Source: an optimization exercise on an open RTL-to-GDS flow (aim: small area and a short achievable clock period). Production flows keep margins and buffers that such runs may drop. In this exercise RTL edits were held to simulation tests only and were not proved equivalent to the original. Power and IR drop assume default switching activity.

## build 55
Design windlass_mac, start of the top module:
module windlass_mac (
    input  wire        clk,
    input  wire        rst,
    input  wire        in_valid,
    input  wire        in_last,
    input  wire [31:0] in_a,
    input  wire [31:0] in_s,
    output reg         out_valid,
    output reg  [63:0] out_c
);
Size in the first run: about 3200 cells after synthesis, about 130 I/O pins.
Settings: LEC_CHECK=0, CAP_MARGIN=20, CORE_MARGIN=2, CORE_UTILIZATION=55, CTS_CLUSTER_SIZE=28, SLEW_MARGIN=20, SYNTH_HIERARCHICAL=1, SYNTH_MINIMUM_KEEP_SIZE=0; clock period 11.0 ns.
standard.sh (not shown) runs the stock make flow with config.mk's settings and CLKGATE_MAP_FILE= SYNTH_SCRIPT=/design/flow/synth_recipe.tcl, a recipe that flattens the netlist after the stock synthesis.
==> flow/flow/run.sh <==
#!/bin/bash
# Layout flow: the standard synthesis, unchanged, then the standard ORFS
# steps (floorplan to finish) with different repair settings:
#   - up to and including CTS, timing repair aims at the setup margin in
#     flow/margin.txt, so that the resizer works the design towards a shorter
#     period than the clock's; after CTS (global route onwards) it aims at the
#     margin in flow/margin_route.txt;
#   - extra make variables from flow/args.txt, one per line (resizer and
#     port-buffer options).
# The clock, the SDC and the design are the standard flow's. Each step's full output is
# in orfs/logs/ (ORFS's own logs) and in synth.log / cts.log / layout.log here.
set -uo pipefail
MARGIN=$(cat flow/margin.txt)
MARGIN_ROUTE=$(cat flow/margin_route.txt)
mapfile -t EXTRA < flow/args.txt
bash standard.sh synth > synth.log 2>&1 || exit 1
bash standard.sh SETUP_SLACK_MARGIN=$MARGIN TNS_END_PERCENT=100 "${EXTRA[@]}" cts > cts.log 2>&1 || exit 1
bash standard.sh SETUP_SLACK_MARGIN=$MARGIN_ROUTE TNS_END_PERCENT=100 "${EXTRA[@]}" finish > layout.log 2>&1
==> flow/flow/args.txt <==
MATCH_CELL_FOOTPRINT=0
BUFFER_PORTS_ARGS=-buffer_cell sky130_fd_sc_hd__buf_2
==> flow/flow/margin.txt <==
7.6
==> flow/flow/margin_route.txt <==
0
Modified inputs, build 84 compared to build 55
- CTS_CLUSTER_SIZE removed (was 28)
- CORE_UTILIZATION changed from 55 to 40
==> flow/flow/margin_route.txt <==
7.45
Notes after the runs:
- Build 55 → build 84: switching share of power moved down; maximum frequency from static timing analysis has remained practically unchanged; wire length reported by the detailed router went up by 3.1%.
- In build 84 relative to build 55, die outline area had gone up by more than a quarter.
- Density: build 84 sparser than build 55
- The register-to-register slack on build 55 is in line with that on build 84.
- The run showing the greater first-pass GRT wire length is build 84.
- Build 84 vs build 55 on worst IR drop on VDD: build 84 is the higher one.
Input-level comparison between build 49 and build 84:
- a change of CORE_UTILIZATION from 40 to 55
- an added CTS_CLUSTER_DIAMETER of 60
- an added CTS_CLUSTER_SIZE of 18
==> flow/flow/margin_route.txt <==
0
Results
Hold slack on build 49 is down relative to build 84. Changes observed in build 49 relative to build 84: global-route usage shows an increase of 7.9 points; register area ~0 delta; post-synthesis adder-cell area fraction has remained practically unchanged. Against build 84, build 49 comes in 0.019 ns lower on worst setup slack.
What build 24 does differently from build 49 at the input level:
- CORE_UTILIZATION now 40, was 55
- CTS_CLUSTER_SIZE no longer set, was 18
- CTS_BUF_LIST now sky130_fd_sc_hd__clkbuf_8, previously not set
- CTS_CLUSTER_DIAMETER no longer set, was 60
### Flow results
Going from build 49 to build 24, data arrival at the endpoint of the critical path grows by 0.10 ns.
Per the comparison of build 24 with build 49, part of the cycle the worst path needs was more or less identical, setup slack went up by 0.011 ns.

* * *

the baseline:
Another version of the RTL of windlass_mac (not shown whole).
Size in the first run: about 3,000 cells after synthesis, about 340 flip-flops, ~130 I/O pins, about 34,000 um^2 of cells after synthesis.
==> flow/design.v (excerpt) <==
module windlass_mac (
    input  wire        clk,
    input  wire        rst,
    input  wire        in_valid,
    input  wire        in_last,
    input  wire [31:0] in_a,
    input  wire [31:0] in_s,
    output reg         out_valid,
    output reg  [63:0] out_c
);
    wire [32:0] se = {in_s, 1'b0};
    wire        tv = in_valid & ~rst;
    reg  [31:0] a_r;
    reg  [15:0] x1_r, x2_r, ng_r;
    reg  [31:0] an_r;
    reg         l0;
    integer j;
    always @(posedge clk) begin
        a_r <= in_a;
        an_r <= ~in_a;
        l0  <= tv & in_last;
        for (j = 0; j < 16; j = j + 1) begin
            x1_r[j] <= tv & (se[2*j+1] ^ se[2*j]);
            x2_r[j] <= tv & ((se[2*j+2] & ~se[2*j+1] & ~se[2*j]) | (~se[2*j+2] & se[2*j+1] & se[2*j]));
            ng_r[j] <= tv & se[2*j+2];
        end
    end
    wire [33:0] ae = {a_r[31], a_r, 1'b0};   
    wire [33:0] aen = {an_r[31], an_r, 1'b1};   
    wire [32:0] pp0;
    wire [32:0] pp1;
    wire [32:0] pp2;
    wire [32:0] pp3;
    wire [32:0] pp4;
    wire [32:0] pp5;
    wire [32:0] pp6;
    wire [32:0] pp7;
    wire [32:0] pp8;
    wire [32:0] pp9;
    wire [32:0] pp10;
    wire [32:0] pp11;
    wire [32:0] pp12;
    wire [32:0] pp13;
    wire [32:0] pp14;
    wire [32:0] pp15;
    genvar gi;
    generate for (gi = 0; gi < 33; gi = gi + 1) begin : g_pp
        assign pp0[gi] = ((x1_r[0] & ae[gi+1]) | (x2_r[0] & ae[gi])) ^ ng_r[0];
        assign pp1[gi] = ((x1_r[1] & ae[gi+1]) | (x2_r[1] & ae[gi])) ^ ng_r[1];
        assign pp2[gi] = ((x1_r[2] & ae[gi+1]) | (x2_r[2] & ae[gi])) ^ ng_r[2];
        assign pp3[gi] = ((x1_r[3] & ae[gi+1]) | (x2_r[3] & ae[gi])) ^ ng_r[3];
        assign pp4[gi] = ((x1_r[4] & ae[gi+1]) | (x2_r[4] & ae[gi])) ^ ng_r[4];
  ...
clock: 11.0 ns
lec_check: 0
cap_margin: 20
core_margin: 2
core_utilization: 55
cts_cluster_size: 24
slew_margin: 20
synth_hierarchical: 1
synth_minimum_keep_size: 0
==> flow/flow/margin_route.txt <==
0
Scripts as last shown in full above: flow/flow/run.sh, flow/flow/args.txt, flow/flow/margin.txt
> inputs changed (the baseline -> the candidate)
- a deleted CTS_CLUSTER_SIZE that had been 24
- a change of CORE_UTILIZATION from 55 to 40
--- outcome ---
- Of the candidate and the baseline, it is the candidate that has the higher number of buffers and inverters on the critical path.
- Changes observed in the candidate relative to the baseline: required time at the endpoint of the critical path saw little to no change; TritonCTS buffer count decreased by 3 relative to the old numbers; total power divided by cell area down about 6%.
- The candidate vs the baseline, met3 usage went down by 2.9 points.
- The clock skew on the candidate is in line with that on the baseline.
- Where via count is concerned, the baseline is outperformed by the candidate.
- Of the candidate and the baseline, the run reporting the lower global-route usage was the candidate.
- Changes observed in the candidate relative to the baseline: final critical-path required period higher, die area higher.
- Compared with the baseline, count of clock-buffer cells in the layout in the candidate increased by a few percent.
- Run comparison: the baseline worst setup path endpoint out_c[43]; the candidate worst setup path endpoint r1[49]

[what the ideal ports hide]
Ports are ideal in the flow. The routed layouts listed here were re-timed in OpenROAD. Step 1 (the two cells are an assumption about what drives the block):
set clk [get_ports {clk}]
set_driving_cell -lib_cell sky130_fd_sc_hd__clkbuf_16 $clk
set_driving_cell -lib_cell sky130_fd_sc_hd__buf_2 [delete_from_list [all_inputs] $clk]
Step 2 times the ports against the registers' clock, not the clock port: input delays grow and output delays shrink by t, the midpoint of the rising clock arrivals with the driver on. a / b / c = ideal ports / drivers / drivers and shift; a / b = the first two.
run	t (ns)	setup slack, ns	worst setup path after step 2	cell pins on the clock port's net
build 55	0.633	7.512 / 7.512 / 7.336	input to register	1
build 84	0.629	7.521 / 7.521 / 7.366	input to register	1
build 49	0.635	7.502 / 7.502 / 7.350	input to register	1
build 24	0.712	7.513 / 7.513 / 7.358	input to register	1
the baseline	0.661	7.498 / 7.498 / 7.498	register to register	1
the candidate	0.637	7.494 / 7.494 / 7.494	register to register	1
After both steps setup and hold are still met in every run listed. For build 55, which loses most, drivers alone change the setup slack by 0.000 ns; drivers and shift together by -0.176 ns.
